Optimization exercise on an open flow, not production practice.
RTL: at most simulated, not proved equivalent.
Power: default activity.

--- flow/constraint.sdc ---
create_clock -name core_clock -period 16.5 [get_ports {clk}]
set_input_delay 3.3000 -clock core_clock [delete_from_list [all_inputs] [get_ports {clk}]]
set_output_delay 3.3000 -clock core_clock [all_outputs]
set_load 0.01 [all_outputs]
--- flow/config.mk ---
export PLATFORM = sky130hd
export DESIGN_NAME = cle_exec
export DESIGN_NICKNAME = cle_exec
export VERILOG_FILES = /design/flow/design.v
export SDC_FILE = /design/flow/constraint.sdc
export NUM_CORES = 4
export LEC_CHECK = 0
export CAP_MARGIN = 20
export CORE_MARGIN = 2
export CORE_UTILIZATION = 40
export PLACE_DENSITY = 0.6
export SLEW_MARGIN = 20
--- flow/design.v ---
module cle_div (
    input  wire [30:0] rem,
    input  wire [1:0]  bits_in,
    input  wire [30:0] d,
    input  wire [32:0] d3,           
    output wire [30:0] rem_next,
    output wire [1:0]  q
);
    wire [32:0] n  = {rem, bits_in};
    wire [33:0] t1 = {1'b0, n} - {3'b000, d};
    wire [33:0] t2 = {1'b0, n} - {2'b00, d, 1'b0};
    wire [33:0] t3 = {1'b0, n} - {1'b0, d3};
    wire        g1 = ~t1[33];
    wire        g2 = ~t2[33];
    wire        g3 = ~t3[33];
    assign q        = g3 ? 2'd3 : g2 ? 2'd2 : g1 ? 2'd1 : 2'd0;
    assign rem_next = g3 ? t3[30:0] : g2 ? t2[30:0] : g1 ? t1[30:0] : n[30:0];
endmodule
module cle_exec (
    input  wire               clk,
    input  wire               rst,
    input  wire               start,
    output wire               ready,
    output reg                done,
    input  wire signed [31:0] x,
    input  wire signed [31:0] s,
    input  wire signed [31:0] r_in,
    input  wire        [30:0] slew,
    input  wire        [30:0] in_fs,
    input  wire               reverse,
    input  wire signed [15:0] kp,
    input  wire signed [15:0] ki,
    input  wire signed [15:0] kff,
    input  wire signed [15:0] u0,
    input  wire        [3:0]  kp_sh,
    input  wire        [3:0]  ki_sh,
    input  wire        [3:0]  kff_sh,
    input  wire signed [15:0] out_min,
    input  wire signed [15:0] out_max,
    input  wire signed [39:0] i_in,
    output reg                tbl_rd,
    output reg         [4:0]  tbl_k,
    input  wire        [31:0] tbl_lo,
    input  wire        [31:0] tbl_hi,
    output wire signed [31:0] r_out,
    output wire signed [39:0] i_out,
    output reg  signed [15:0] out,
    output reg                sat,
    output reg                clamped,
    output reg                ramping
);
    reg         busy;
    reg  [25:1] st;
    reg         ph_dx, ph_a, ph_f, ph_g, ph_b;
    assign ready = ~busy;
    reg        [30:0] fs;
    reg        [32:0] fs3;
    reg               rev;
    reg  signed [15:0] omin, omax, u0r;
    reg         [3:0] psh, ish, fsh;
    reg  signed [39:0] ir;           
    assign i_out = ir;
    reg  signed [32:0] rr;           
    reg  signed [31:0] sr;           
    reg         [30:0] slr;
    reg                up;
    assign r_out = rr[31:0];
    reg  [30:0] remx;
    reg  [17:0] qx, qr;              
    reg         xs, rs;
    reg  [1:0]  xb, rb;
    wire [30:0] remr = sr[30:0];
    wire [30:0] remx_n, remr_n;
    wire [1:0]  qdx, qdr;
    cle_div u_dx (.rem(remx), .bits_in(xb), .d(fs), .d3(fs3), .rem_next(remx_n), .q(qdx));
    cle_div u_dr (.rem(remr), .bits_in(rb), .d(fs), .d3(fs3), .rem_next(remr_n), .q(qdr));
    wire signed [15:0] xq = qx[15:0];
    wire signed [15:0] e  = qx[15:0];
    wire signed [15:0] rq = qr[15:0];
    wire        [11:0] fr  = remx[11:0];
    wire        [31:0] mI  = sr;
    wire        [31:0] mP  = {slr, up};
    wire        [31:0] tl  = {qx[16], fs};
    wire signed [16:0] dgp = fs3[16:0];
    wire signed [16:0] dgi = {qx[17], fs3[32:17]};
    reg  [24:0] facc;                
    reg  [17:0] kpr, kir;
    reg  [15:0] kffr;
    reg         pb, ib, fb, gb;
    reg  [23:0] gpa, gia;            
    reg  [37:0] Pacc, Iacc;          
    reg  dipos, dineg, satpi, tnz, ilo, ihi, dlo, dhi;
    wire signed [32:0] s33   = {sr[31], sr};
    wire signed [34:0] rr35  = {{2{rr[32]}}, rr};
    wire signed [34:0] s35   = {{3{sr[31]}}, sr};
    wire signed [34:0] sl35  = {4'd0, slr};
    wire signed [33:0] dsr   = {rr[32], rr} - {s33[32], s33};
    wire               up_n  = dsr[33];                        
    wire signed [34:0] ov_up = rr35 + sl35 - s35;              
    wire signed [34:0] ov_dn = rr35 + ~sl35 + ~s35 + 35'sd1;   
    wire signed [32:0] r_up  = rr + {2'b00, slr};
    wire signed [32:0] r_dn  = rr - {2'b00, slr};
    wire               take_s = (slr == 31'd0) | (up_n ? ~ov_up[34] : ov_dn[34]);
    wire signed [31:0] r_new  = take_s ? sr : up_n ? r_up[31:0] : r_dn[31:0];
    wire        [31:0] r_abs  = r_new ^ {32{r_new[31]}};
    function [15:0] qfix(input [17:0] q, input sg);
        reg signed [17:0] v;
        begin
            v = $signed({sg, q[16:1] ^ {16{sg}}}) + $signed({17'd0, q[0] ^ sg});
            if (q[17])
                qfix = sg ? 16'h8000 : 16'h7FFF;
            else if (~v[17] & (v[16] | v[15]))
                qfix = 16'h7FFF;
            else if (v[17] & ~(v[16] & v[15]))
                qfix = 16'h8000;
            else
                qfix = v[15:0];
        end
    endfunction
    wire signed [15:0] xq_n  = qfix(qx, xs);
    wire signed [15:0] rq_n  = qfix(qr, rs);
    wire signed [16:0] d_rx  = {rq[15], rq} - {xq[15], xq};
    wire signed [16:0] d_xr  = {xq[15], xq} - {rq[15], rq};
    wire signed [16:0] ep    = rev ? d_xr : d_rx;
    wire signed [16:0] en    = rev ? d_rx : d_xr;
    wire        ep_hi = ~ep[16] & ep[15];                     
    wire        ep_lo = ep[16] & ~ep[15];                     
    wire        en_hi = ~en[16] & en[15] & (|en[14:0]);       
    wire signed [15:0] e_new = ep_hi ? 16'sh7FFF : ep_lo ? 16'sh8000 : ep[15:0];
    wire        [15:0] a_new = ep[16] ? (en_hi ? 16'h8000 : en[15:0])
                                      : (ep_hi ? 16'h7FFF : ep[15:0]);
    wire        [4:0]  k_new = a_new[15] ? 5'd31 : a_new[14:10];
    wire        [10:0] f_new = a_new[15] ? 11'd1024 : {1'b0, a_new[9:0]};
    wire [24:0] facc_n;
    wire [23:0] gpa_n, gia_n;
    wire [37:0] Pacc_n, Iacc_n;
    wire signed [16:0] dgp_n = $signed({1'b0, tbl_hi[15:0]})  - $signed({1'b0, tbl_lo[15:0]});
    wire signed [16:0] dgi_n = $signed({1'b0, tbl_hi[31:16]}) - $signed({1'b0, tbl_lo[31:16]});
    wire [31:0] e32 = {{16{e_new[15]}}, e_new};
    cle_booth #(.W(25), .MW(16)) u_bf (.acc(facc), .m(rq),  .bits({kffr[3:0], fb}), .sum(facc_n));
    wire [23:0] g0p = st[15] ? {4'd0, tl[15:0], 4'd0}  : 24'd0;
    wire [23:0] g0i = st[15] ? {4'd0, tl[31:16], 4'd0} : 24'd0;
    cle_booth3 #(.W(24), .MW(17)) u_gp (.acc(gpa), .ext(g0p), .m(dgp), .bits({fr[5:0], gb}), .sum(gpa_n));
    cle_booth3 #(.W(24), .MW(17)) u_gi (.acc(gia), .ext(g0i), .m(dgi), .bits({fr[5:0], gb}), .sum(gia_n));
    cle_booth3 #(.W(38), .MW(32)) u_bP (.acc(Pacc), .ext(38'd0), .m(mP),
                                        .bits({kpr[5:0], pb}), .sum(Pacc_n));
    cle_booth3 #(.W(38), .MW(32)) u_bI (.acc(Iacc), .ext(38'd0), .m(mI),
                                        .bits({kir[5:0], ib}), .sum(Iacc_n));
    wire signed [43:0] Sv = {Pacc, kpr[17:12]};            
    wire signed [43:0] Dv = {Iacc, kir[17:12]};            
    wire signed [40:0] Xv = {facc, kffr};                  
    wire signed [43:0] Iv = {{4{ir[39]}}, ir};
    wire signed [35:0] sh_in  = st[17] ? {{4{facc[15]}}, facc[15:0], kffr} :
                                st[19] ? {Pacc[29:0], kpr[17:12]} : {Iacc[29:0], kir[17:12]};
    wire        [3:0]  sh_amt = st[17] ? fsh : st[19] ? psh : ish;
    wire signed [43:0] sh_ext = {{8{sh_in[35]}}, sh_in};
    wire signed [43:0] sh_out = sh_ext <<< sh_amt;
    wire signed [43:0] add_a = st[18] ? {{13{u0r[15]}}, u0r, 15'd0} :
                               st[21] ? Dv : Sv;
    wire signed [43:0] add_b = (st[18] | st[20]) ? {{3{Xv[40]}}, Xv} :
                               st[22] ? Dv : Iv;
    wire signed [44:0] add_y = {add_a[43], add_a} + {add_b[43], add_b};
    wire s_out40 = ~((&Sv[43:39]) | ~(|Sv[43:39]));
    wire d_out40 = ~((&Dv[43:39]) | ~(|Dv[43:39]));
    function [1:0] lim(input signed [29:0] ch, input c_nz, input signed [15:0] m);
        reg inr;
        reg lt, eq;
        begin
            inr = (&ch[29:15]) | ~(|ch[29:15]);
            lt  = $signed(ch[15:0]) < m;
            eq  = ch[15:0] == m;
            if (!inr) lim = ch[29] ? 2'b01 : 2'b10;
            else      lim = {~lt & ~(eq & ~c_nz), lt};
        end
    endfunction
    wire signed [29:0] tq  = {facc[23:0], kffr[15:10]};    
    wire signed [29:0] l_c = st[21] ? {{5{ir[39]}}, ir[39:15]} :
                             st[22] ? {Dv[43], Dv[43:15]} : tq;
    wire               l_z = st[21] ? |ir[14:0] : st[22] ? |Dv[14:0] : tnz;
    wire [1:0] fl_t = lim(l_c, l_z, omin);
    wire [1:0] fh_t = lim(l_c, l_z, omax);
    wire keep = (dipos & fh_t[1]) | (dineg & fl_t[0]);
    wire lo_gt_hi = omin > omax;
    wire signed [39:0] lo40 = {{9{omin[15]}}, omin, 15'd0};
    wire signed [39:0] hi40 = {{9{omax[15]}}, omax, 15'd0};
    wire        c_lo = keep ? ilo : dlo;
    wire        c_hi = keep ? ihi : dhi;
    wire signed [39:0] c_v = keep ? ir : Dv[39:0];
    wire signed [39:0] I_n = c_lo ? (lo_gt_hi ? hi40 : lo40) : (c_hi ? hi40 : c_v);
    wire signed [28:0] ah   = Dv[43:15];
    wire        ah_ok   = (&ah[28:15]) | ~(|ah[28:15]);       
    wire        ah_top  = ah_ok & ~ah[15] & (&ah[14:0]);      
    wire        ah_hi   = ~ah_ok & ~ah[28];                   
    wire        ah_lo   = ~ah_ok & ah[28];                    
    wire signed [15:0] u_inc = ah[15:0] + {15'd0, Dv[14]};
    wire signed [15:0] u_n  = (ah_hi | (ah_top & Dv[14])) ? 16'sh7FFF : ah_lo ? 16'sh8000 : u_inc;
    wire        sat_acc = ah_lo | ah_hi | (ah_top & (Dv[14:0] != 15'd0));
    wire        u_max   = ah_hi | (ah_top & Dv[14]);
    wire signed [17:0] ul_d = $signed({ah[15], ah[15], ah[15:0]}) + $signed({17'd0, Dv[14]}) -
                              $signed({omin[15], omin[15], omin});
    wire signed [17:0] uh_d = $signed({ah[15], ah[15], ah[15:0]}) + $signed({17'd0, Dv[14]}) -
                              $signed({omax[15], omax[15], omax});
    wire        u_lt    = u_max ? 1'b0 : ah_lo ? (omin != 16'sh8000) : ul_d[17];
    wire        u_gt    = u_max ? (omax != 16'sh7FFF) : ah_lo ? 1'b0 : (~uh_d[17] & (|uh_d));
    wire signed [15:0] o_n  = u_lt ? (lo_gt_hi ? omax : omin) : (u_gt ? omax : u_n);
    always @(posedge clk) begin
        if (rst) begin
            busy   <= 1'b0;
            done   <= 1'b0;
            tbl_rd <= 1'b0;
            st     <= 25'd0;
            ph_dx  <= 1'b0;
            ph_a   <= 1'b0;
            ph_f   <= 1'b0;
            ph_g   <= 1'b0;
            ph_b   <= 1'b0;
        end else begin
            done <= 1'b0;
            st   <= {st[24:1], 1'b0};
            if (!busy) begin
                fs      <= in_fs;
                rev     <= reverse;
                omin    <= out_min;
                omax    <= out_max;
                u0r     <= u0;
                psh     <= kp_sh;
                ish     <= ki_sh;
                fsh     <= kff_sh;
                ir      <= i_in;
                rr      <= {r_in[31], r_in};
                sr      <= s;
                slr     <= slew;
                kpr     <= {{2{kp[15]}}, kp};
                kir     <= {{2{ki[15]}}, ki};
                kffr    <= kff;
                xs      <= x[31];
                remx    <= {2'b00, x[30:2] ^ {29{x[31]}}};
                xb      <= x[1:0] ^ {2{x[31]}};
                if (start) begin
                    busy <= 1'b1;
                    st   <= 25'd1;
                end
            end else begin
                if (st[1])  ph_dx <= 1'b1;
                if (st[10]) ph_dx <= 1'b0;
                if (st[12]) ph_a  <= 1'b1;
                if (st[15]) ph_a  <= 1'b0;
                if (st[12]) ph_f  <= 1'b1;
                if (st[16]) ph_f  <= 1'b0;
                if (st[13]) ph_g  <= 1'b1;
                if (st[15]) ph_g  <= 1'b0;
                if (st[15]) ph_b  <= 1'b1;
                if (st[18]) ph_b  <= 1'b0;
                if (st[1]) begin
                    fs3     <= {2'b00, fs} + {1'b0, fs, 1'b0};
                    rr      <= {r_new[31], r_new};
                    ramping <= ~take_s;
                    rs      <= r_new[31];
                    sr      <= {3'd0, r_abs[30:2]};
                    rb      <= r_abs[1:0];
                end
                if (ph_dx) begin
                    remx <= remx_n;
                    qx   <= {qx[15:0], qdx};
                    xb   <= {xs, xs};
                end
                if (ph_dx) begin
                    sr[30:0] <= remr_n;
                    qr <= {qr[15:0], qdr};
                    rb <= {rs, rs};
                end
                if (st[11]) begin
                    qx[15:0] <= xq_n;
                    qr[15:0] <= rq_n;
                end
                if (st[12]) begin
                    {slr, up}  <= e32;
                    sr         <= e32;
                    remx[11:0] <= {1'b0, f_new};
                    tbl_k  <= k_new;
                    tbl_rd <= 1'b1;
                    Pacc   <= 38'd0;
                    Iacc   <= 38'd0;
                    facc   <= 25'd0;
                    gpa    <= 24'd0;
                    gia    <= 24'd0;
                    pb     <= 1'b0;
                    ib     <= 1'b0;
                    fb     <= 1'b0;
                    gb     <= 1'b0;
                end
                if (st[13]) begin
                    {qx[16], fs} <= tbl_lo;
                    {qx[17], fs3} <= {dgi_n, dgp_n};
                    tbl_rd    <= 1'b0;
                end
                if (ph_a) begin
                    if (st[15]) begin
                        {slr, up} <= {Pacc_n[19:0], kpr[17:6]};
                        sr   <= {Iacc_n[19:0], kir[17:6]};
                        kpr  <= {2'b00, gpa_n[19:4]};
                        kir  <= {2'b00, gia_n[19:4]};
                        Pacc <= 38'd2048;
                        Iacc <= 38'd2048;
                        pb   <= 1'b0;
                        ib   <= 1'b0;
                    end else begin
                        Pacc <= {{6{Pacc_n[37]}}, Pacc_n[37:6]};
                        kpr  <= {Pacc_n[5:0], kpr[17:6]};
                        pb   <= kpr[5];
                        Iacc <= {{6{Iacc_n[37]}}, Iacc_n[37:6]};
                        kir  <= {Iacc_n[5:0], kir[17:6]};
                        ib   <= kir[5];
                    end
                end
                if (ph_f) begin
                    facc <= {{4{facc_n[24]}}, facc_n[24:4]};
                    kffr <= {facc_n[3:0], kffr[15:4]};
                    fb   <= kffr[3];
                end
                if (ph_g) begin
                    gpa <= {{6{gpa_n[23]}}, gpa_n[23:6]};
                    gia <= {{6{gia_n[23]}}, gia_n[23:6]};
                    remx[11:0] <= {6'd0, fr[11:6]};
                    gb <= fr[5];
                end
                if (ph_b) begin
                    Pacc <= {{6{Pacc_n[37]}}, Pacc_n[37:6]};
                    kpr  <= {Pacc_n[5:0], kpr[17:6]};
                    pb   <= kpr[5];
                    Iacc <= {{6{Iacc_n[37]}}, Iacc_n[37:6]};
                    kir  <= {Iacc_n[5:0], kir[17:6]};
                    ib   <= kir[5];
                end
                if (st[17]) {facc, kffr} <= sh_out[40:0];
                if (st[18]) {facc, kffr} <= add_y[40:0];
                if (st[19]) {Pacc, kpr[17:12]} <= sh_out;
                if (st[20]) begin
                    {Pacc, kpr[17:12]} <= add_y[43:0];
                    {Iacc, kir[17:12]} <= sh_out;
                    satpi <= s_out40;
                end
                if (st[21]) begin
                    ilo   <= fl_t[0];
                    ihi   <= fh_t[1];
                    {Iacc, kir[17:12]} <= add_y[43:0];
                    satpi <= satpi | d_out40;
                    dipos <= ~Dv[43] & (|Dv);
                    dineg <= Dv[43];
                end
                if (st[22]) begin
                    dlo <= fl_t[0];
                    dhi <= fh_t[1];
                    {facc[23:0], kffr[15:10]} <= add_y[44:15];
                    tnz <= |add_y[14:0];
                end
                if (st[23]) ir <= I_n;
                if (st[24]) {Iacc, kir[17:12]} <= add_y[43:0];
                if (st[25]) begin
                    out     <= o_n;
                    clamped <= (o_n != u_n);
                    sat     <= satpi | sat_acc;
                    done    <= 1'b1;
                    busy    <= 1'b0;
                end
            end
        end
    end
endmodule
module cle_booth #(parameter W = 20, parameter MW = 16) (
    input  wire [W-1:0]  acc,
    input  wire [MW-1:0] m,
    input  wire [4:0]    bits,
    output wire [W-1:0]  sum
);
    wire [W-1:0] mx = {{(W-MW){m[MW-1]}}, m};
    wire         n0 = bits[2] & ~(bits[1] & bits[0]);
    wire         t0 = (bits[2:0] == 3'b011) | (bits[2:0] == 3'b100);
    wire         z0 = (bits[2:0] == 3'b000) | (bits[2:0] == 3'b111);
    wire         n1 = bits[4] & ~(bits[3] & bits[2]);
    wire         t1 = (bits[4:2] == 3'b011) | (bits[4:2] == 3'b100);
    wire         z1 = (bits[4:2] == 3'b000) | (bits[4:2] == 3'b111);
    wire [W-1:0] m0 = t0 ? {mx[W-2:0], 1'b0} : mx;
    wire [W-1:0] m1 = t1 ? {mx[W-2:0], 1'b0} : mx;
    wire [W-1:0] a0 = z0 ? {W{1'b0}} : (n0 ? ~m0 : m0);
    wire [W-1:0] a1 = z1 ? {W{1'b0}} : (n1 ? ~m1 : m1);
    wire         c0 = n0 & ~z0;
    wire         c1 = n1 & ~z1;
    assign sum = acc + a0 + {a1[W-3:0], 2'b00} + {{(W-3){1'b0}}, c1, 1'b0, c0};
endmodule
module cle_booth3 #(parameter W = 24, parameter MW = 17) (
    input  wire [W-1:0]  acc,
    input  wire [W-1:0]  ext,
    input  wire [MW-1:0] m,
    input  wire [6:0]    bits,
    output wire [W-1:0]  sum
);
    wire [W-1:0] mx = {{(W-MW){m[MW-1]}}, m};
    wire [W-1:0] m2 = {mx[W-2:0], 1'b0};
    wire [2:0]   b0 = bits[2:0];
    wire [2:0]   b1 = bits[4:2];
    wire [2:0]   b2 = bits[6:4];
    wire         n0 = b0[2] & ~(b0[1] & b0[0]);
    wire         n1 = b1[2] & ~(b1[1] & b1[0]);
    wire         n2 = b2[2] & ~(b2[1] & b2[0]);
    wire         z0 = (b0 == 3'b000) | (b0 == 3'b111);
    wire         z1 = (b1 == 3'b000) | (b1 == 3'b111);
    wire         z2 = (b2 == 3'b000) | (b2 == 3'b111);
    wire         t0 = (b0 == 3'b011) | (b0 == 3'b100);
    wire         t1 = (b1 == 3'b011) | (b1 == 3'b100);
    wire         t2 = (b2 == 3'b011) | (b2 == 3'b100);
    wire [W-1:0] a0 = z0 ? {W{1'b0}} : ((t0 ? m2 : mx) ^ {W{n0}});
    wire [W-1:0] a1 = z1 ? {W{1'b0}} : ((t1 ? m2 : mx) ^ {W{n1}});
    wire [W-1:0] a2 = z2 ? {W{1'b0}} : ((t2 ? m2 : mx) ^ {W{n2}});
    wire         c0 = n0 & ~z0;
    wire         c1 = n1 & ~z1;
    wire         c2 = n2 & ~z2;
    assign sum = acc + ext + a0 + {a1[W-3:0], 2'b00} + {a2[W-5:0], 4'b0000} +
                 {{(W-5){1'b0}}, c2, 1'b0, c1, 1'b0, c0};
endmodule
--- flow/run.sh ---
#!/bin/bash
# synth_recipe.tcl (not shown) runs the flow's synth.tcl, then flattens the netlist and writes it again
# the make line also repeats each setting of config.mk as NAME=value (left out here)
make -C /OpenROAD-flow-scripts/flow DESIGN_CONFIG=/design/flow/config.mk WORK_HOME=/design/flow/orfs CLKGATE_MAP_FILE= SYNTH_SCRIPT=/design/flow/synth_recipe.tcl finish
==> out/metrics.cfg, run 1 <==
[cells_and_area]
final_common_cell = nor2_1
layout.nets = 11951
syn_to_final_growth_pct = 12.16
mostFrequentLayoutCells = nor2_1, inv_1, ha_1
final_cells = 13295
drive_gt1_share_pct = 5.522

[detailed_routing]
drcViolationCount = 0
wl_um = 389500
dr.pass1.iters = 6
wl_met1_um = 153600
wire_per_inst_um = 29.30
wl_met3_um = 38800
vias_per_cell = 6.341
highest_layer = met5
ant_nets = 0
vias = 84300
wl_met2_um = 164800
drt_iter0_markers = 11249

[floorplanning]
ioPinCount = 473
row_count = 169
die_w_um = 466.2
initial_core_util_pct = 40.26
die_area_mm2 = 0.2174
die_h_um = 466.2
core_area_mm2 = 0.2123

[worst_hold_path]
hold_start = st[10]
hp-class = reg2reg
min_to = ph_dx
hold_depth = 1

[global_routing]
grt_overflow = 0
grt_start_max_net_pins = 133
grt_pass1_wl_um = 557300
grt_pass1_vias = 80023
grt_usage_pct = 34.58
antenna_found_initial = 16

[clock_tree]
cts_sinks = 592
clk_latency_ps = 770
postCtsSetupBuffers = 0
htreeDepth = 3
ctsResizeCount = 0
cts_tree = yes
clkTransAtPathRegs_ps = 70
cts_root_buffer = clkbuf_16
clk_path_buf_depth = 3
cts_buffers = 82
holdBufCountCts = 0

[synthesis]
synthSimpleGateAreaFrac_pct = 13.57
synth_fa_ha_area_share_pct = 20.38
synth_fp_nets = 11857
synthXorXnorAreaFrac_pct = 9.166
synth_top_family_by_area = compound AO/OA/AOI/OAI gates
synthArstFlopShare_pct = 0
synth.cell_area_mm2 = 0.08546
yosysWarnings = 1
ys.flop_type = edfxtp_1
synth_compound_area_share_pct = 24.74
synth.top_cell.area_share_pct = 19.64
synth_area_leaders = edfxtp_1, ha_1, fa_1
syn_inst = 10308
synth_mux_area_share_pct = 5.127
synth_seq_cells = 592
syn_area_per_cell_um2 = 8.291
synth_largest_area_cell = edfxtp_1
synth_edf_count = 559
synth.distinct_cells = 104
yosysSeqAreaShare_pct = 20.41

[timing]
fin_crit_sh_pct = 46.31
tightest_slew_ps = 1276
finalCriticalPeriod_ps = 7641
finClkSkew_ps = 56.49
slew_violations = 0
max_slew_margin_pct = 14.34
finalHoldViolations = 0
fmax_ghz = 0.1309
fin_setup_tns_ps = 0
setup_viol = 0
rsz0062_at_grt = no

[critical_path]
r2r-start = sr[20]
end_kind = flip-flop
path_class = reg2reg
critPathMaxFanout = 33
arrival_ps = 8140
cp-start-kind = flip-flop
rr_endpoint = sr[22]
worstRegToRegCells = 23
rrSetupSlack_ps = 8860
critical_path_required_ps = 17000

[power_and_ir_drop]
p_comb_share_pct = 71.3
internal-power_mw = 6.298
power.density_mw_per_mm2 = 142.7
power.share.clock_pct = 14.0
ir_drop_mv = 0.2100
power.total_mw = 13.68
leakage_nw = 39.75
sequentialPowerShare_pct = 14.7
switching_share_pct = 53.95
switchingPower_mw = 7.378

[run_status]
status = no timing/DRC/antenna violations

[placement]
port_buffers = 472
post-dp-hpwl_um = 309900
dp_cells = 13138
place_congestion = 1.038

[run]
cap_violations = 0

worst max-delay path: stages (launching register included):
cell and delay (ps):
edfxtp_1 580, buf_4 350, inv_1 160, ha_1 350, nand4_1 120, nor4_1 550
nand2_1 210, a311oi_1 510, nor3_2 100, buf_4 270, nor2_1 150, xnor2_1 130
ha_1 300, nor2b_1 160, o31a_1 320, o21ai_0 410, a21o_1 300, a21oi_1 160
o21a_1 220, o311ai_1 560, xnor3_1 640, o221ai_1 290, o31ai_1 110, a22oi_1 410
cell usage after synthesis, types with 115 or more instances:
cell type,number
nand3_1,161
edfxtp_1,559
fa_1,359
a31oi_1,151
mux2i_1,310
nor2_1,888
a21oi_1,729
xnor2_1,465
a21o_1,233
nand2_1,672
ha_1,816
a221oi_1,127
clkbuf_1,534
o21a_1,115
inv_1,827
a22oi_1,217
o21ai_0,694
xor2_1,418
nor3_1,172
how the worst max path moves through the flow:
stage | from | end | slack, ps | depth (start not counted)
global placement | kir[3] | Iacc[32] | 9280 | 20
detailed placement | kir[1] | Iacc[33] | 9330 | 20
floorplan | rst | fsh[0] | 9710 | 3
finish | sr[20] | sr[22] | 8860 | 23
global route | remx[1] | kpr[14] | 8660 | 18
CTS | kir[1] | Iacc[33] | 9310 | 20
flip-flops by register name, indices dropped and copies added, names as in the netlist, 25 cells and up:
| name | count |
|---|---|
| ir | 40 |
| facc | 25 |
| Iacc | 38 |
| Pacc | 38 |
| slr | 31 |
| remx | 31 |
| rr | 32 |
| st | 25 |
| fs3 | 33 |
| sr | 32 |
| fs | 31 |
logic make-up after synthesis:
group                    Yosys count
multiplexers                     422
XOR/XNOR                         888
AND/OR/NAND/NOR                 2512
flip-flops                       592
AO/OA/AOI/OAI                   3229
adder cells (fa/ha/maj)         1177
buffers and inverters           1488
power by group through the flow:
stage          clock [mW]  combinational, mW  sequential (mW)
2_1_floorplan           0               6.15             1.92
3_3_place_gp            0               9.26             2.03
3_5_place_dp            0               9.34             2.03
4_1_cts              1.93               9.42             2.00
5_1_grt              1.97               10.4             2.01
6_report             1.92               9.75             2.01
routing by layer:
layer | vias to the layer above | GRT usage (%)
met4 | 14 | 24.08
li1 | 37631 | -
met1 | 40696 | 44.25
met3 | 1011 | 7.352
met5 | - | 0
met2 | 4948 | 51.92
final cells by class:
type	instances	area, um^2
antenna	6	15.01
clock buffer	106	2253
clock inverter	44	510.5
fill	20806	116400
inverter	839	3156
multi-input combinational	8228	62770
sequential	592	17470
tap	2821	3530
timing repair buffer	659	6151
stage by stage:
stage	worst slack (ps)	instance area, um^2	hold slack [ps]	util, %
final	8859	95850	449.8	45.15
after global routing	8656	95840	467.4	45.14
after CTS	9308	95790	445.9	45.12
after detailed placement	9328	93020	437.5	43.82
after global placement	9279	92980	428.6	43.80
after floorplan	9714	85460	408.6	-
Testbench counts, summed over its fixed seeds: cycles 66,624.
==> run 2: changes to the inputs <==
--- a/flow/config.mk
+++ b/flow/config.mk
@@ -8,5 +8,5 @@
 export CAP_MARGIN = 20
 export CORE_MARGIN = 2
-export CORE_UTILIZATION = 40
-export PLACE_DENSITY = 0.6
+export CORE_UTILIZATION = 60
+export PLACE_DENSITY = 0.75
 export SLEW_MARGIN = 20
==> run 2 against run 1 <==
  * Still clean on timing, DRC and antenna
  * Die area is 33% lower
  * Synthesized cell count stayed put
  * Largest cell class unchanged
  * Cell count is 7.2% lower
  * Worst setup slack worse by 18 ps
==> out/metrics.cfg, run 2 <==
[floorplanning]
die_area_mm2 = 0.1455  ; -33%
ioPinCount = 473  ; unchanged
row_count = 138  ; -18%
die_h_um = 381.4  ; -18%
die_w_um = 381.4  ; -18%
initial_core_util_pct = 60.44  ; +20 points
core_area_mm2 = 0.1414  ; -33%

[critical_path]
r2r-start = kpr[1]
path_class = reg2reg
arrival_ps = 8070  ; -70 ps
critical_path_required_ps = 16910  ; -90 ps
cp-start-kind = flip-flop
critPathLaunch = kpr[1]
end_kind = flip-flop
critPathMaxFanout = 45  ; +36%

[detailed_routing]
dr.pass1.iters = 10  ; +4
vias = 87997  ; +4.4%
drcViolationCount = 0  ; unchanged
ant_nets = 0  ; unchanged
wire_per_inst_um = 30.25  ; +3.3%
drt_iter0_markers = 16150  ; +44%
wl_um = 373400  ; -4.1%
vias_per_cell = 7.129  ; +12%

[synthesis]
synthArstFlopShare_pct = 0  ; unchanged
synth.distinct_cells = 104  ; unchanged
synth.cell_area_mm2 = 0.08546  ; unchanged
synth_fp_nets = 11857  ; unchanged
synth_area_leaders = edfxtp_1, ha_1, fa_1
synth_seq_cells = 592  ; unchanged
yosys.cell_count.top_type = nor2_1
synth_edf_count = 559  ; unchanged
synth.top_cell.area_share_pct = 19.64  ; unchanged
yosysWarnings = 1  ; unchanged
syn_area_per_cell_um2 = 8.291  ; unchanged
yosysSeqAreaShare_pct = 20.41  ; unchanged
synthTopCellsByCount = nor2_1, inv_1, ha_1, a21oi_1, o21ai_0
ys.flop_type = edfxtp_1
syn_inst = 10308  ; unchanged
synth_largest_area_cell = edfxtp_1

[clock_tree]
holdBufCountCts = 0  ; unchanged
cts_buffers = 79  ; -3.7%
clk_path_buf_depth = 3  ; unchanged
ctsResizeCount = 0  ; unchanged
postCtsSetupBuffers = 0  ; unchanged
cts_root_buffer = clkbuf_16
cts_tree = yes
clkTransAtPathRegs_ps = 70  ; about the same
cts_sinks = 592  ; unchanged
htreeDepth = 3  ; unchanged
clk_latency_ps = 720  ; -50 ps

[power_and_ir_drop]
sequentialPowerShare_pct = 14.9  ; +0.2 points
switchingPower_mw = 7.265  ; -1.5%
switching_share_pct = 53.52  ; -0.42 points
p_comb_share_pct = 71.5  ; +0.2 points
internal-power_mw = 6.309  ; +0.17%
ir_drop_mv = 0.1284  ; -39%
power.density_mw_per_mm2 = 143.6  ; +0.65%
power.share.clock_pct = 13.6  ; -0.4 points
leakage_nw = 39.64  ; -0.27%

[global_routing]
grt_overflow = 0  ; unchanged
grt_usage_pct = 49.30  ; +15 points
grt_start_max_net_pins = 82  ; -38%
grt_pass1_wl_um = 535300  ; -3.9%
grt_pass1_vias = 81164  ; +1.4%
antenna_found_initial = 21  ; +5

[timing]
fmax_ghz = 0.1306  ; -0.24%
finClkSkew_ps = 38.32  ; -18.17 ps
worst_hold_slack_ps = 453.0  ; +3.185 ps
fin_crit_sh_pct = 46.42  ; +0.11 points
fin_setup_tns_ps = 0  ; unchanged
finalCriticalPeriod_ps = 7659  ; +18.19 ps
max_slew_margin_pct = 13.32  ; -1.0 points
rsz0062_at_grt = no
layout_setup_ws_ps = 8841  ; -18.19 ps
finalHoldViolations = 0  ; unchanged
slew_violations = 0  ; unchanged
setup_viol = 0  ; unchanged
tightest_slew_ps = 1300  ; +24.50 ps

[placement]
port_buffers = 472  ; unchanged
place_congestion = 1.112  ; +7.2%
post-dp-hpwl_um = 293200  ; -5.4%
pre_cts_slack_ps = 9182  ; -146.0 ps

[run_status]
status = no timing/DRC/antenna violations

[cells_and_area]
final_common_cell = nor2_1
regMostFlops = ir
largest_reg_flops = 40  ; unchanged
reg_top3 = ir: 40 flops, Iacc: 38 flops, Pacc: 38 flops
drive_gt1_share_pct = 5.247  ; -0.27 points
mostFrequentLayoutCells = nor2_1, inv_1, ha_1
layout.nets = 11930  ; -0.18%
syn_to_final_growth_pct = 10.60

[worst_hold_path]
hold_start = st[4]
hp-class = reg2reg

[run]
cap_violations = 0  ; unchanged

[run 2: logic make-up after synthesis]
kind of cell | after synthesis | synth area share [%]
AO/OA/AOI/OAI | 3229 | 24.74
XOR/XNOR | 888 | 9.166
adder cells (fa/ha/maj) | 1177 | 20.38
buffers and inverters | 1488 | 6.604
flip-flops | 592 | 20.41
multiplexers | 422 | 5.127
AND/OR/NAND/NOR | 2512 | 13.57
[run 2: metal layers]
layer | part of all wire, % | track usage (%) | vias up
li1 | - | - | 37584
met1 | 37 | 65.48 | 41709
met2 | 39 | 67.16 | 7337
met3 | 19 | 22.69 | 1351
met4 | 6.0 | 23.55 | 16
met5 | 0.027 | 0 | -
[run 2: layout make-up]
type	instances	area [um^2]
Antenna cell	10	25.02
Clock buffer	99	2178
Clock inverter	45	486.7
Fill cell	11763	46890
Inverter	839	3156
Multi-Input combinational cell	8228	62780
Sequential cell	592	17470
Tap cell	1890	2365
Timing Repair Buffer	641	6058
[run 2: worst max-delay path, cell delays in order, from the launching register on]
cell,delay (ps)
edfxtp_1,320
buf_4,550
nand2_1,790
nor2_1,290
a221oi_1,100
fa_1,440
fa_1,510
inv_1,60
fa_1,540
fa_1,480
a21o_1,180
a21oi_1,270
o21a_1,180
o21ai_1,130
a311oi_1,480
a31o_2,290
a2bb2oi_1,390
a311oi_1,190
mux2i_1,790
and3_1,290
a221oi_1,50
[run 2: stage by stage]
step	utilization, %	area (um^2)	power [mW]	instances
after floorplan	-	85460	8.067	10308
after global placement	64.80	91630	10.92	12185
after detailed placement	64.84	91690	11.10	12187
after CTS	66.73	94360	12.98	12331
after global routing	66.83	94500	14.15	12336
final	66.84	94520	13.57	12344
[run 2: worst paths after layout]
kind,endpoint,slack (ps),cells past startpoint
worst max-delay path,Pacc[34],8840,20
worst min-delay path,st[5],450,1
worst max register to register,Pacc[34],8840,20
worst min register to register,st[5],450,1
[run 2: power groups by stage]
stage	Clock (mW)	Sequential, mW	Combinational, mW
2_1_floorplan	0	1.92	6.15
3_3_place_gp	0	2.03	8.90
3_5_place_dp	0	2.03	9.08
4_1_cts	1.83	2.00	9.16
5_1_grt	1.88	2.01	10.3
6_report	1.85	2.02	9.71
==> run 3: changes to the inputs <==
--- a/flow/design.v
+++ b/flow/design.v
@@ -82,11 +82,11 @@
     wire        [31:0] mP  = {slr, up};
     wire        [31:0] tl  = {qx[16], fs};
-    wire signed [16:0] dgp = fs3[16:0];
-    wire signed [16:0] dgi = {qx[17], fs3[32:17]};
-    reg  [24:0] facc;                
+    wire signed [23:0] mG  = fs3[23:0];
+    wire signed [16:0] dgi = remx[30:14];
     reg  [17:0] kpr, kir;
     reg  [15:0] kffr;
-    reg         pb, ib, fb, gb;
-    reg  [23:0] gpa, gia;            
+    reg         pb, ib, gb;
+    reg  [29:0] gpa;                 
+    reg  [23:0] gia;                 
     reg  [37:0] Pacc, Iacc;          
     reg  dipos, dineg, satpi, tnz, ilo, ihi, dlo, dhi;
@@ -132,14 +132,13 @@
     wire        [4:0]  k_new = a_new[15] ? 5'd31 : a_new[14:10];
     wire        [10:0] f_new = a_new[15] ? 11'd1024 : {1'b0, a_new[9:0]};
-    wire [24:0] facc_n;
-    wire [23:0] gpa_n, gia_n;
+    wire [29:0] gpa_n;
+    wire [23:0] gia_n;
     wire [37:0] Pacc_n, Iacc_n;
     wire signed [16:0] dgp_n = $signed({1'b0, tbl_hi[15:0]})  - $signed({1'b0, tbl_lo[15:0]});
     wire signed [16:0] dgi_n = $signed({1'b0, tbl_hi[31:16]}) - $signed({1'b0, tbl_lo[31:16]});
     wire [31:0] e32 = {{16{e_new[15]}}, e_new};
-    cle_booth #(.W(25), .MW(16)) u_bf (.acc(facc), .m(rq),  .bits({kffr[3:0], fb}), .sum(facc_n));
-    wire [23:0] g0p = st[15] ? {4'd0, tl[15:0], 4'd0}  : 24'd0;
+    wire [29:0] g0p = st[15] ? {10'd0, tl[15:0], 4'd0} : 30'd0;
     wire [23:0] g0i = st[15] ? {4'd0, tl[31:16], 4'd0} : 24'd0;
-    cle_booth3 #(.W(24), .MW(17)) u_gp (.acc(gpa), .ext(g0p), .m(dgp), .bits({fr[5:0], gb}), .sum(gpa_n));
+    cle_booth3 #(.W(30), .MW(24)) u_gp (.acc(gpa), .ext(g0p), .m(mG),  .bits({fr[5:0], gb}), .sum(gpa_n));
     cle_booth3 #(.W(24), .MW(17)) u_gi (.acc(gia), .ext(g0i), .m(dgi), .bits({fr[5:0], gb}), .sum(gia_n));
     cle_booth3 #(.W(38), .MW(32)) u_bP (.acc(Pacc), .ext(38'd0), .m(mP),
@@ -149,14 +148,14 @@
     wire signed [43:0] Sv = {Pacc, kpr[17:12]};            
     wire signed [43:0] Dv = {Iacc, kir[17:12]};            
-    wire signed [40:0] Xv = {facc, kffr};                  
+    wire signed [40:0] Xv = {gpa[22:0], remx[17:0]};       
     wire signed [43:0] Iv = {{4{ir[39]}}, ir};
-    wire signed [35:0] sh_in  = st[17] ? {{4{facc[15]}}, facc[15:0], kffr} :
+    wire signed [35:0] sh_in  = st[15] ? {{20{rq[15]}}, rq} :
                                 st[19] ? {Pacc[29:0], kpr[17:12]} : {Iacc[29:0], kir[17:12]};
-    wire        [3:0]  sh_amt = st[17] ? fsh : st[19] ? psh : ish;
+    wire        [3:0]  sh_amt = st[15] ? fsh : st[19] ? psh : ish;
     wire signed [43:0] sh_ext = {{8{sh_in[35]}}, sh_in};
     wire signed [43:0] sh_out = sh_ext <<< sh_amt;
-    wire signed [43:0] add_a = st[18] ? {{13{u0r[15]}}, u0r, 15'd0} :
+    wire signed [43:0] add_a = st[19] ? {{13{u0r[15]}}, u0r, 15'd0} :
                                st[21] ? Dv : Sv;
-    wire signed [43:0] add_b = (st[18] | st[20]) ? {{3{Xv[40]}}, Xv} :
+    wire signed [43:0] add_b = (st[19] | st[20]) ? {{3{Xv[40]}}, Xv} :
                                st[22] ? Dv : Iv;
     wire signed [44:0] add_y = {add_a[43], add_a} + {add_b[43], add_b};
@@ -174,5 +173,5 @@
         end
     endfunction
-    wire signed [29:0] tq  = {facc[23:0], kffr[15:10]};    
+    wire signed [29:0] tq  = {gpa[23:0], remx[17:12]};     
     wire signed [29:0] l_c = st[21] ? {{5{ir[39]}}, ir[39:15]} :
                              st[22] ? {Dv[43], Dv[43:15]} : tq;
@@ -246,6 +245,6 @@
                 if (st[12]) ph_a  <= 1'b1;
                 if (st[15]) ph_a  <= 1'b0;
-                if (st[12]) ph_f  <= 1'b1;
-                if (st[16]) ph_f  <= 1'b0;
+                if (st[15]) ph_f  <= 1'b1;
+                if (st[18]) ph_f  <= 1'b0;
                 if (st[13]) ph_g  <= 1'b1;
                 if (st[15]) ph_g  <= 1'b0;
@@ -282,15 +281,14 @@
                     Pacc   <= 38'd0;
                     Iacc   <= 38'd0;
-                    facc   <= 25'd0;
-                    gpa    <= 24'd0;
+                    gpa    <= 30'd0;
                     gia    <= 24'd0;
                     pb     <= 1'b0;
                     ib     <= 1'b0;
-                    fb     <= 1'b0;
                     gb     <= 1'b0;
                 end
                 if (st[13]) begin
                     {qx[16], fs} <= tbl_lo;
-                    {qx[17], fs3} <= {dgi_n, dgp_n};
+                    fs3[23:0]    <= {{7{dgp_n[16]}}, dgp_n};
+                    remx[30:14]  <= dgi_n;
                     tbl_rd    <= 1'b0;
                 end
@@ -314,15 +312,21 @@
                     end
                 end
-                if (ph_f) begin
-                    facc <= {{4{facc_n[24]}}, facc_n[24:4]};
-                    kffr <= {facc_n[3:0], kffr[15:4]};
-                    fb   <= kffr[3];
-                end
                 if (ph_g) begin
-                    gpa <= {{6{gpa_n[23]}}, gpa_n[23:6]};
+                    gpa <= {{6{gpa_n[29]}}, gpa_n[29:6]};
                     gia <= {{6{gia_n[23]}}, gia_n[23:6]};
                     remx[11:0] <= {6'd0, fr[11:6]};
                     gb <= fr[5];
                 end
+                if (st[15]) begin
+                    gpa         <= 30'd0;
+                    gb          <= 1'b0;
+                    remx[17:0]  <= {{2{kffr[15]}}, kffr};
+                    fs3[23:0]   <= sh_out[23:0];
+                end
+                if (ph_f) begin
+                    gpa        <= {{6{gpa_n[29]}}, gpa_n[29:6]};
+                    remx[17:0] <= {gpa_n[5:0], remx[17:6]};
+                    gb         <= remx[5];
+                end
                 if (ph_b) begin
                     Pacc <= {{6{Pacc_n[37]}}, Pacc_n[37:6]};
@@ -333,6 +337,5 @@
                     ib   <= kir[5];
                 end
-                if (st[17]) {facc, kffr} <= sh_out[40:0];
-                if (st[18]) {facc, kffr} <= add_y[40:0];
+                if (st[19]) {gpa[22:0], remx[17:0]} <= add_y[40:0];
                 if (st[19]) {Pacc, kpr[17:12]} <= sh_out;
                 if (st[20]) begin
@@ -352,5 +355,5 @@
                     dlo <= fl_t[0];
                     dhi <= fh_t[1];
-                    {facc[23:0], kffr[15:10]} <= add_y[44:15];
+                    {gpa[23:0], remx[17:12]} <= add_y[44:15];
                     tnz <= |add_y[14:0];
                 end
--- a/flow/config.mk
+++ b/flow/config.mk
@@ -8,5 +8,5 @@
 export CAP_MARGIN = 20
 export CORE_MARGIN = 2
-export CORE_UTILIZATION = 60
-export PLACE_DENSITY = 0.75
+export CORE_UTILIZATION = 40
+export PLACE_DENSITY = 0.6
 export SLEW_MARGIN = 20
==> run 3 against run 2 <==
  * Worst setup slack worse by 690 ps
  * Die area is 44% higher
  * First-iteration DRC count shrank 26%
  * Highest routed layer unchanged
  * Synthesized area shrank 3.5%
  * Routed wire length is 18% higher
  * Global-route usage is 8.8 points lower
  * Register-to-register slack worse by 690 ps
  * Critical endpoint is now sr[0]
  * Largest power group unchanged
  * Count of clock-buffer cells in the layout rose by 1
  * Final area decreased by 1.4%
  * Combinational power grew 19%
==> out/metrics.cfg, run 3 <==
[global_routing]
grt_pass1_vias = 78403  ; -3.4%
grt_overflow = 0  ; unchanged
grt_pass1_wl_um = 604600  ; +13%
grt_usage_pct = 40.50  ; -8.8 points
grt_start_max_net_pins = 88  ; +7.3%
antenna_found_initial = 60  ; +190%

[critical_path]
path_depth = 26  ; +30%
crit_path_top_delay_cell = nor4_1
critical_path_required_ps = 16990  ; +80 ps
path_class = reg2reg
critPathMaxFanout = 34  ; -24%
rrSetupSlack_ps = 8150  ; -690 ps
rr_endpoint = sr[0]
end_kind = flip-flop
critPathLaunch = sr[31]
r2r-start = sr[31]
worstRegToRegCells = 26  ; +30%
cp-start-kind = flip-flop
arrival_ps = 8840  ; +770 ps
endpoint = sr[0]
cp_top_family = compound AO/OA/AOI/OAI gates
cpPeakStageDelay_ps = 620  ; -170 ps
worst-path-buf-inv = 4  ; +2

[synthesis]
synth_edf_count = 540  ; -3.4%
synth_largest_area_cell = edfxtp_1
yosys.cell_count.top_type = inv_1
syn_area_per_cell_um2 = 8.228  ; -0.76%
synth_area_leaders = edfxtp_1, ha_1, fa_1
synth.distinct_cells = 104  ; unchanged
yosysWarnings = 1  ; unchanged
synth_seq_cells = 572  ; -3.4%
synth_fp_nets = 11527  ; -2.8%
yosysSeqAreaShare_pct = 20.45  ; +0.031 points
synth.cell_area_mm2 = 0.08245  ; -3.5%
synthArstFlopShare_pct = 0  ; unchanged
syn_inst = 10020  ; -2.8%
synthTopCellsByCount = inv_1, nor2_1, a21oi_1, ha_1, o21ai_0
synth.top_cell.area_share_pct = 19.67  ; +0.027 points
ys.flop_type = edfxtp_1

[power_and_ir_drop]
switching_share_pct = 55.85  ; +2.3 points
power.share.clock_pct = 12.5  ; -1.1 points
leakage_nw = 38.99  ; -1.6%
power.density_mw_per_mm2 = 166.4  ; +16%
internal-power_mw = 6.843  ; +8.5%
switchingPower_mw = 8.655  ; +19%
sequentialPowerShare_pct = 12.7  ; -2.2 points
ir_drop_mv = 0.1501  ; +17%
p_comb_share_pct = 74.8  ; +3.3 points

[placement]
port_buffers = 472  ; unchanged
post-dp-hpwl_um = 353600  ; +21%
place_congestion = 1.054  ; -5.2%

[clock_tree]
postCtsSetupBuffers = 0  ; unchanged
cts_sinks = 572  ; -3.4%
cts_root_buffer = clkbuf_16
htreeDepth = 3  ; unchanged
holdBufCountCts = 0  ; unchanged
ctsResizeCount = 0  ; unchanged
clk_latency_ps = 820  ; +100 ps
cts_tree = yes
clkTransAtPathRegs_ps = 70  ; about the same
clk_path_buf_depth = 3  ; unchanged
cts_buffers = 82  ; +3.8%

[worst_hold_path]
hold_depth = 1  ; unchanged
hp-class = reg2reg

[cells_and_area]
regMostFlops = ir
largest_reg_flops = 40  ; unchanged
nFillCells = 20155  ; +71%
layout.nets = 11692  ; -2.0%
reg_top3 = ir: 40 flops, Iacc: 38 flops, Pacc: 38 flops
syn_to_final_growth_pct = 12.99
multi_input_area_mm2 = 0.06025  ; -4.0%
drive_gt1_share_pct = 5.532  ; +0.28 points
fin_util_pct = 45.49  ; -21 points
mostFrequentLayoutCells = inv_1, nor2_1, a21oi_1
seq_area_mm2 = 0.01688  ; -3.4%
final_common_cell = inv_1

[timing]
fin_crit_sh_pct = 50.60  ; +4.2 points
rsz0062_at_grt = no
max_slew_margin_pct = 11.46  ; -1.9 points
finalHoldViolations = 0  ; unchanged
slew_violations = 0  ; unchanged
worst_hold_slack_ps = 435.9  ; -17.12 ps
fmax_ghz = 0.1198  ; -8.3%
fin_setup_tns_ps = 0  ; unchanged
finalCriticalPeriod_ps = 8349  ; +689.7 ps
setup_viol = 0  ; unchanged
tightest_slew_ps = 1317  ; +16.64 ps
finClkSkew_ps = 86.89  ; +48.57 ps

[floorplanning]
core_area_mm2 = 0.2048  ; +45%
row_count = 166  ; +20%
initial_core_util_pct = 40.26  ; -20 points
die_w_um = 458.0  ; +20%
die_area_mm2 = 0.2098  ; +44%
die_h_um = 458.0  ; +20%
ioPinCount = 473  ; unchanged

[detailed_routing]
wire_per_inst_um = 33.93  ; +12%
wl_um = 439900  ; +18%
drcViolationCount = 0  ; unchanged
dr.pass1.iters = 8  ; -2
vias = 83807  ; -4.8%
vias_per_cell = 6.465  ; -9.3%
ant_nets = 0  ; unchanged
drt_iter0_markers = 11929  ; -26%

[run]
cap_violations = 0  ; unchanged

[run_status]
status = no timing/DRC/antenna violations

-- run 3: cell count changes in the layout (fill, tap and decap cells not counted), sizes merged, moves of 31 or more --
cell | before | now
or3 | 76 | 34
inv | 840 | 880
a221oi | 127 | 176
xor2 | 418 | 456
ha | 816 | 785
a31oi | 151 | 104
nand2 | 672 | 628
mux2 | 110 | 53
a21oi | 730 | 825
buf | 171 | 234
-- run 3: layout make-up --
class                           instances  area share, %
Multi-Input combinational cell       7941          64.67
Sequential cell                       572          18.12
Timing Repair Buffer                  704          6.932
Tap cell                             2688          3.610
Inverter                              884          3.566
Clock buffer                          100          2.341
Clock inverter                         49         0.6823
Antenna cell                           26        0.06984
-- run 3: kinds of logic after synthesis --
family | synth area share, %
and+or+nand+nor | 12.89
DFF | 20.45
adders and majority gates | 20.46
muxes | 4.381
AOI/OAI and AO/OA | 25.13
buffers and inverters | 6.976
xor gates and xnor gates | 9.716
-- run 3: power by group through the flow --
stage	Combinational, mW	Clock, mW	Sequential (mW)
6_report	11.6	1.93	1.97
5_1_grt	12.3	1.98	1.97
4_1_cts	11.1	1.93	1.96
3_5_place_dp	11.0	0	1.99
3_3_place_gp	11.0	0	1.99
2_1_floorplan	7.19	0	1.88
-- run 3: how the worst min path moves through the flow --
stage,from,to,slack [ps]
CTS,st[18],ph_b,430
global placement,st[18],ph_b,420
floorplan,st[10],ph_dx,410
global route,st[18],ph_b,460
finish,st[18],ph_b,440
detailed placement,st[18],ph_b,420
-- run 3: per-layer routing --
layer,GRT usage (%),up-vias,wire length (um)
li1,-,36521,-
met1,52.86,40792,172700
met2,57.91,5375,178200
met3,10.59,1087,51480
met4,28.45,32,37210
met5,0.1607,-,245
-- run 3: per-stage QoR --
step / setup WS [ps] / instances / instance area [um^2] / power [mW]
finish: 8151 / 12964 / 93150 / 15.50
detailed placement: 8392 / 12787 / 90230 / 13.02
floorplan: 8302 / 10020 / 82450 / 9.075
CTS: 8345 / 12936 / 93050 / 15.02
global route: 7668 / 12942 / 93100 / 16.25
global placement: 8460 / 12786 / 90170 / 13.01
-- run 3: worst reg2reg max path, stage by stage (launching register included) --
cell and delay (ps):
edfxtp_1 320, buf_4 500, clkinv_1 450, ha_1 370, a211oi_1 290, nand2_1 90
o221a_2 300, a211o_1 280, a211oi_1 370, or2_2 610, inv_1 270, o21ai_0 170
xnor2_1 100, ha_1 320, o21ai_0 110, or2_2 320, nor4_1 620, o21ai_0 310
a21boi_0 500, or2_2 220, a21o_1 140, xnor2_2 110, buf_4 460, mux2_2 280
o211ai_1 90, a31o_2 260, o21a_1 170
Testbench counts of run 3, summed over its fixed seeds: cycles 66,624.
==> run 4: changes to the inputs <==
--- a/flow/design.v
+++ b/flow/design.v
@@ -102,5 +102,8 @@
     wire signed [32:0] r_dn  = rr - {2'b00, slr};
     wire               take_s = (slr == 31'd0) | (up_n ? ~ov_up[34] : ov_dn[34]);
-    wire signed [31:0] r_new  = take_s ? sr : up_n ? r_up[31:0] : r_dn[31:0];
+    wire               sel_up = ~take_s & up_n;
+    wire               sel_dn = ~take_s & ~up_n;
+    wire signed [31:0] r_new  = (sr & {32{take_s}}) | (r_up[31:0] & {32{sel_up}}) |
+                                (r_dn[31:0] & {32{sel_dn}});
     wire        [31:0] r_abs  = r_new ^ {32{r_new[31]}};
     function [15:0] qfix(input [17:0] q, input sg);
==> run 4 against run 3 <==
  * Via count up 2.8%
  * Sequential share of layout area is 0.21 points lower
  * Combinational power fell by 12%
  * Critical path depth is 4 lower
  * Critical path type unchanged
  * Critical endpoint is now Pacc[37]
==> out/metrics.cfg, run 4 <==
[run_status]
status = no timing/DRC/antenna violations

[timing]
fin_setup_tns_ps = 0  ; unchanged
finalHoldViolations = 0  ; unchanged
setup_viol = 0  ; unchanged
tightest_slew_ps = 1326  ; +8.822 ps
finClkSkew_ps = 44.11  ; -42.78 ps
rsz0062_at_grt = no
max_slew_margin_pct = 10.69  ; -0.77 points
finalCriticalPeriod_ps = 7977  ; -371.7 ps
fmax_ghz = 0.1254  ; +4.7%
fin_crit_sh_pct = 48.35  ; -2.3 points
slew_violations = 0  ; unchanged

[clock_tree]
htreeDepth = 3  ; unchanged
cts_root_buffer = clkbuf_16
cts_tree = yes
holdBufCountCts = 0  ; unchanged
cts_sinks = 572  ; unchanged
clkTransAtPathRegs_ps = 60  ; about the same
clk_latency_ps = 780  ; -40 ps
ctsResizeCount = 0  ; unchanged
cts_buffers = 81  ; -1.2%
postCtsSetupBuffers = 0  ; unchanged
clk_path_buf_depth = 3  ; unchanged

[cells_and_area]
final_cells = 13266  ; +2.3%
syn_to_final_growth_pct = 12.70
mostFrequentLayoutCells = nor2_1, inv_1, a21oi_1
multi_input_area_mm2 = 0.06130  ; +1.7%
nFillCells = 20542  ; +1.9%
regMostFlops = ir
largest_reg_flops = 40  ; unchanged
seq_area_mm2 = 0.01688  ; about the same
drive_gt1_share_pct = 5.547  ; +0.015 points
reg_top3 = ir: 40 flops, Iacc: 38 flops, Pacc: 38 flops
layout.nets = 11924  ; +2.0%
final_area_mm2 = 0.09425  ; +1.2%
final_common_cell = nor2_1

[synthesis]
synth_largest_area_cell = edfxtp_1
synth_edf_count = 540  ; unchanged
synthArstFlopShare_pct = 0  ; unchanged
ys.flop_type = edfxtp_1
synthTopCellsByCount = nor2_1, inv_1, a21oi_1, ha_1, o21ai_0
synth.cell_area_mm2 = 0.08362  ; +1.4%
syn_inst = 10256  ; +2.4%
synth_area_leaders = edfxtp_1, ha_1, fa_1
synth.distinct_cells = 113  ; +8.7%
synth_seq_cells = 572  ; unchanged
yosys.cell_count.top_type = nor2_1
syn_area_per_cell_um2 = 8.154  ; -0.90%
synth.top_cell.area_share_pct = 19.39  ; -0.28 points
yosysSeqAreaShare_pct = 20.16  ; -0.29 points
yosysWarnings = 1  ; unchanged
synth_fp_nets = 11793  ; +2.3%

[floorplanning]
core_area_mm2 = 0.2075  ; +1.3%
ioPinCount = 473  ; unchanged
die_area_mm2 = 0.2127  ; +1.4%
die_w_um = 461.2  ; +0.71%
initial_core_util_pct = 40.30  ; +0.045 points
die_h_um = 461.2  ; +0.71%
row_count = 167  ; +0.60%

[critical_path]
critPathMaxFanout = 45  ; +32%
critical_path_required_ps = 16960  ; -30 ps
cpPeakStageDelay_ps = 720  ; +100 ps
cpMostUsedCell = fa_1
rr_endpoint = Pacc[37]
r2r-start = kpr[1]
cp-start-kind = flip-flop
cp_cell_sequence = buf_4 -> nand2_1 -> nor2_1 -> a221oi_1 -> fa_1 -> fa_1 -> fa_1 -> inv_1 -> fa_1 -> a21oi_1 -> nor2_1 -> o311a_1 -> o21ai_1 -> o211ai_1 -> a31oi_1 -> o31ai_1 -> a2111oi_0 -> o21ai_0 -> and3_1 -> nor4_2 -> buf_4 -> a22oi_1
path_class = reg2reg
rrSetupSlack_ps = 8520  ; +370 ps
crit_path_top_delay_cell = nand2_1
worstRegToRegCells = 22  ; -15%
end_kind = flip-flop
arrival_ps = 8440  ; -400 ps

[detailed_routing]
drt_iter0_markers = 12490  ; +4.7%
wl_um = 442700  ; +0.64%
vias_per_cell = 6.493  ; +0.44%
vias = 86137  ; +2.8%
drcViolationCount = 0  ; unchanged
dr.pass1.iters = 9  ; +1
ant_nets = 0  ; unchanged
wire_per_inst_um = 33.37  ; -1.7%

[placement]
post-dp-hpwl_um = 354300  ; +0.18%
postPlaceCellArea_mm2 = 0.09138  ; +1.3%
port_buffers = 472  ; unchanged
place_congestion = 1.082  ; +2.6%
dp_cells = 13089  ; +2.4%

[global_routing]
grt_pass1_wl_um = 609000  ; +0.73%
grt_start_max_net_pins = 131  ; +49%
grt_pass1_vias = 79961  ; +2.0%
grt_usage_pct = 40.23  ; -0.27 points
grt_overflow = 0  ; unchanged
antenna_found_initial = 41  ; -32%

[power_and_ir_drop]
ir_drop_mv = 0.2100  ; +40%
leakage_nw = 39.44  ; +1.2%
power.density_mw_per_mm2 = 148.8  ; -11%

[worst_hold_path]
hp-class = reg2reg
hold_depth = 1  ; unchanged
hold_start = st[2]
min_to = st[3]

[run]
cap_violations = 0  ; unchanged

## run 4: changes by cell type after synthesis, moves of 22 or more
cell and delta:
xnor2_1 -64, buf_2 -22, xor2_1 -28, a221o_1 -29, ha_1 +29, o22ai_1 +31
mux2i_1 -44, o21a_1 +25, nor2_1 +132, clkbuf_1 +42, a31oi_1 +22, o21ai_0 -90
nand3_1 +29
## run 4: area by class of cell
class,count,share of cell area [%]
multi-input cells,8145,65.04
flip-flops and latches,572,17.91
repair buffers,697,6.856
well taps,2788,3.701
inverters,890,3.550
clock buffers,105,2.414
clock inverters,47,0.4700
diodes,22,0.05841
## run 4: kinds of logic after synthesis
logic type,count (synthesis),share of synthesized area [%]
AO/OA/AOI/OAI,3293,25.91
buffers and inverters,1539,7.011
adder cells (fa/ha/maj),1163,20.53
multiplexers,315,3.874
flip-flops,572,20.16
AND/OR/NAND/NOR,2553,13.90
XOR/XNOR,821,8.615
## run 4: worst max-delay path by stage
stage / slack, ps / depth (start not counted) / start / endpoint
2_1_floorplan: 8290 / 5 / rst / ir[0]
3_3_place_gp: 8770 / 16 / tbl_hi[0] / fs3[17]
3_5_place_dp: 8680 / 16 / tbl_hi[0] / fs3[19]
4_1_cts: 8680 / 22 / kpr[1] / Pacc[37]
5_1_grt: 8100 / 23 / kpr[1] / Pacc[36]
6_report: 8520 / 22 / kpr[1] / Pacc[37]
## run 4: report_power, final
part           total (mW)  switching [mW]  leakage [nW]  internal (mW)
clock                1.91           0.840          1.33           1.07
sequential           1.95           0.228          5.30           1.72
combinational        10.2            6.82          32.8           3.35
## run 4: stage by stage
step / worst slack, ps / hold slack [ps] / utilization [%] / power (mW)
CTS: 8682 / 441.2 / 45.35 / 13.53
global route: 8100 / 438.7 / 45.40 / 14.65
floorplan: 8291 / 408.6 / - / 7.792
global placement: 8771 / 426.6 / 44.03 / 11.54
finish: 8523 / 445.8 / 45.42 / 14.02
detailed placement: 8684 / 438.1 / 44.04 / 11.58
## run 4: layer usage
metal,routed length [um],GRT usage (%)
met5,166,0
met3,55650,13.08
met2,178100,56.92
met1,175500,52.44
met4,33210,25.37
## run 4: worst max-delay path, delay by kind of cell, from the launching register on
kind	cells	cell delay [ps]
flip-flops	1	320
AND/OR/NAND/NOR	5	1520
buffers and inverters	3	820
AO/OA/AOI/OAI	10	3120
adder cells (fa/ha/maj)	4	1840
Testbench counts of run 4, summed over its fixed seeds: cycles 66,624.
==> run 5: changes to the inputs <==
--- a/flow/design.v
+++ b/flow/design.v
@@ -81,5 +81,4 @@
     wire        [31:0] mI  = sr;
     wire        [31:0] mP  = {slr, up};
-    wire        [31:0] tl  = {qx[16], fs};
     wire signed [23:0] mG  = fs3[23:0];
     wire signed [16:0] dgi = remx[30:14];
@@ -88,5 +87,5 @@
     reg         pb, ib, gb;
     reg  [29:0] gpa;                 
-    reg  [23:0] gia;                 
+    reg  [27:0] gia;                 
     reg  [37:0] Pacc, Iacc;          
     reg  dipos, dineg, satpi, tnz, ilo, ihi, dlo, dhi;
@@ -136,13 +135,11 @@
     wire        [10:0] f_new = a_new[15] ? 11'd1024 : {1'b0, a_new[9:0]};
     wire [29:0] gpa_n;
-    wire [23:0] gia_n;
+    wire [27:0] gia_n;
     wire [37:0] Pacc_n, Iacc_n;
     wire signed [16:0] dgp_n = $signed({1'b0, tbl_hi[15:0]})  - $signed({1'b0, tbl_lo[15:0]});
     wire signed [16:0] dgi_n = $signed({1'b0, tbl_hi[31:16]}) - $signed({1'b0, tbl_lo[31:16]});
     wire [31:0] e32 = {{16{e_new[15]}}, e_new};
-    wire [29:0] g0p = st[15] ? {10'd0, tl[15:0], 4'd0} : 30'd0;
-    wire [23:0] g0i = st[15] ? {4'd0, tl[31:16], 4'd0} : 24'd0;
-    cle_booth3 #(.W(30), .MW(24)) u_gp (.acc(gpa), .ext(g0p), .m(mG),  .bits({fr[5:0], gb}), .sum(gpa_n));
-    cle_booth3 #(.W(24), .MW(17)) u_gi (.acc(gia), .ext(g0i), .m(dgi), .bits({fr[5:0], gb}), .sum(gia_n));
+    cle_booth3 #(.W(30), .MW(24)) u_gp (.acc(gpa), .ext(30'd0), .m(mG),  .bits({fr[5:0], gb}), .sum(gpa_n));
+    cle_booth3 #(.W(28), .MW(17)) u_gi (.acc(gia), .ext(28'd0), .m(dgi), .bits({fr[5:0], gb}), .sum(gia_n));
     cle_booth3 #(.W(38), .MW(32)) u_bP (.acc(Pacc), .ext(38'd0), .m(mP),
                                         .bits({kpr[5:0], pb}), .sum(Pacc_n));
@@ -284,6 +281,4 @@
                     Pacc   <= 38'd0;
                     Iacc   <= 38'd0;
-                    gpa    <= 30'd0;
-                    gia    <= 24'd0;
                     pb     <= 1'b0;
                     ib     <= 1'b0;
@@ -291,5 +286,6 @@
                 end
                 if (st[13]) begin
-                    {qx[16], fs} <= tbl_lo;
+                    gpa          <= {4'd0, tbl_lo[15:0], 10'd0};
+                    gia          <= {2'd0, tbl_lo[31:16], 10'd0};
                     fs3[23:0]    <= {{7{dgp_n[16]}}, dgp_n};
                     remx[30:14]  <= dgi_n;
@@ -317,5 +313,5 @@
                 if (ph_g) begin
                     gpa <= {{6{gpa_n[29]}}, gpa_n[29:6]};
-                    gia <= {{6{gia_n[23]}}, gia_n[23:6]};
+                    gia <= {{6{gia_n[27]}}, gia_n[27:6]};
                     remx[11:0] <= {6'd0, fr[11:6]};
                     gb <= fr[5];
==> run 5 against run 4 <==
  * Still clean
  * First-iteration DRC count is 11% lower
  * Register-to-register slack improved by 60 ps
  * Synthesized cell count fell by 2.0%
  * Global-route usage shrank 1.7 points
  * Critical path depth is the same
  * Critical path type unchanged
  * Largest power group unchanged
==> out/metrics.cfg, run 5 <==
[synthesis]
yosysSeqAreaShare_pct = 20.79  ; +0.63 points
syn_inst = 10054  ; -2.0%
yosys.cell_count.top_type = nor2_1
synth_edf_count = 551  ; +2.0%
synth.cell_area_mm2 = 0.08267  ; -1.1%
synthArstFlopShare_pct = 0  ; unchanged
synth.distinct_cells = 90  ; -20%
synth_seq_cells = 583  ; +1.9%
synth_fp_nets = 11576  ; -1.8%
yosysWarnings = 1  ; unchanged
synth.top_cell.area_share_pct = 20.01  ; +0.62 points

[floorplanning]
core_area_mm2 = 0.2050  ; -1.2%
die_area_mm2 = 0.2103  ; -1.1%
initial_core_util_pct = 40.33  ; about the same

[clock_tree]
clkTransAtPathRegs_ps = 60  ; about the same
holdBufCountCts = 0  ; unchanged
cts_root_buffer = clkbuf_16
cts_sinks = 583  ; +1.9%
postCtsSetupBuffers = 0  ; unchanged
clk_latency_ps = 790  ; about the same
clk_path_buf_depth = 3  ; unchanged
ctsResizeCount = 0  ; unchanged
cts_buffers = 80  ; -1.2%
htreeDepth = 3  ; unchanged

[critical_path]
cp-start-kind = flip-flop
critPathLaunch = remx[3]
r2r-start = remx[3]
critPathMaxFanout = 44  ; -2.2%
worstRegToRegCells = 22  ; unchanged
rrSetupSlack_ps = 8580  ; +60 ps
path_class = reg2reg
arrival_ps = 8360  ; -80 ps
critical_path_required_ps = 16950  ; about the same

[detailed_routing]
drt_iter0_markers = 11088  ; -11%
wl_um = 421200  ; -4.9%
wire_per_inst_um = 32.51  ; -2.6%
dr.pass1.iters = 7  ; -2
vias_per_cell = 6.476  ; -0.26%
vias = 83889  ; -2.6%

[run]
cap_violations = 0  ; unchanged

[power_and_ir_drop]
power.total_mw = 12.98  ; -7.4%
ir_drop_mv = 0.1685  ; -20%
leakage_nw = 38.79  ; -1.7%
power.density_mw_per_mm2 = 139.1  ; -6.5%

[global_routing]
grt_usage_pct = 38.52  ; -1.7 points
grt_start_max_net_pins = 105  ; -20%
grt_pass1_wl_um = 584900  ; -4.0%
grt_overflow = 0  ; unchanged
grt_pass1_vias = 78940  ; -1.3%

[timing]
finalHoldViolations = 0  ; unchanged
rsz0062_at_grt = no
fin_crit_sh_pct = 47.98  ; -0.37 points
tightest_slew_ps = 1387  ; +61.45 ps
fmax_ghz = 0.1263  ; +0.77%
finClkSkew_ps = 57.48  ; +13.36 ps
max_slew_margin_pct = 6.859  ; -3.8 points

[cells_and_area]
final_cells = 12954  ; -2.4%
layout.nets = 11714  ; -1.8%
regMostFlops = ir
nFillCells = 20178  ; -1.8%
reg_top3 = ir: 40 flops, Iacc: 38 flops, Pacc: 38 flops
final_common_cell = nor2_1
final_area_mm2 = 0.09332  ; -0.99%
syn_to_final_growth_pct = 12.88
seq_area_mm2 = 0.01721  ; +2.0%

[placement]
port_buffers = 472  ; unchanged
dp_cells = 12793  ; -2.3%
postPlaceCellArea_mm2 = 0.09030  ; -1.2%
place_congestion = 1.063  ; -1.7%

[worst_hold_path]
hp-class = reg2reg

[run_status]
status = no timing/DRC/antenna violations

-- run 5: cell types whose count changed after synthesis, sizes merged, moves of 22 or more --
| cell | change |
|---|---|
| o21a | -31 |
| buf | -32 |
| nand2 | +31 |
| a211oi | +26 |
| nand3 | -36 |
| nor2 | -97 |
| fa | -23 |
| inv | -126 |
| mux2i | +22 |
| o21ai | +22 |
| mux2 | -35 |
-- run 5: worst min-delay path by stage --
stage / from / end / slack [ps] / cells past startpoint
6_report: st[14] / st[15] / 420 / 1
5_1_grt: st[18] / ph_b / 440 / 1
4_1_cts: st[14] / st[15] / 420 / 1
3_5_place_dp: st[10] / ph_dx / 440 / 1
3_3_place_gp: st[18] / ph_b / 440 / 1
2_1_floorplan: st[18] / ph_b / 410 / 1
-- run 5: layout make-up --
type                            instances  area share (%)
Clock inverter                         54          0.8045
Timing Repair Buffer                  689           6.833
Antenna cell                            6         0.01609
Clock buffer                           96           2.308
Tap cell                             2688           3.604
Inverter                              765           3.082
Multi-Input combinational cell       8073           64.91
Sequential cell                       583           18.45
-- run 5: stage by stage --
stage	hold WS, ps	utilization [%]	setup WS (ps)
6_report	424.4	45.52	8583
5_1_grt	440.4	45.52	7867
4_1_cts	424.7	45.47	8766
3_5_place_dp	435.9	44.05	8775
3_3_place_gp	435.4	44.03	8757
2_1_floorplan	408.7	-	7694
-- run 5: routing by layer --
layer,vias to the layer above,GRT usage (%),wire [um]
met5,-,0,143
met4,22,25.46,33580
met3,1093,9.330,42980
met2,4966,58.22,180300
met1,40887,48.75,164200
li1,36921,-,-
-- run 5: cells by family (layout without fill, tap and decap cells) --
family / after synthesis / in the layout / share of synthesized area [%]
compound gates: 3346 / 3346 / 26.56
xor+xnor: 830 / 830 / 8.810
fa+ha+maj: 1148 / 1148 / 20.33
buf+inv: 1398 / 1604 / 6.390
flops: 583 / 583 / 20.79
mux: 301 / 301 / 3.681
other cells: 0 / 6 / 0
simple gates: 2448 / 2448 / 13.43
-- run 5: worst max-delay path: stages, from the launching register on --
cell and delay (ps):
edfxtp_1 340, buf_4 500, nand2_1 250, nor2_2 880, buf_4 380, a22oi_1 110, o21ai_0 120, fa_1 460
fa_1 440, ha_1 290, ha_1 340, nor2b_1 180, o21ai_0 210, a21boi_0 150, o21ai_0 320, a21oi_1 140
o21a_1 220, o31a_1 320, a2111oi_0 840, nor4b_1 190, o2111a_1 290, nor3_1 440, o21ai_0 190
-- run 5: power breakdown --
group	internal, mW	switching, mW
Clock	1.14	0.855
Sequential	1.74	0.227
Combinational	3.14	5.88
Total	6.02	6.96
Testbench counts of run 5, summed over its fixed seeds: cycles 66,624.
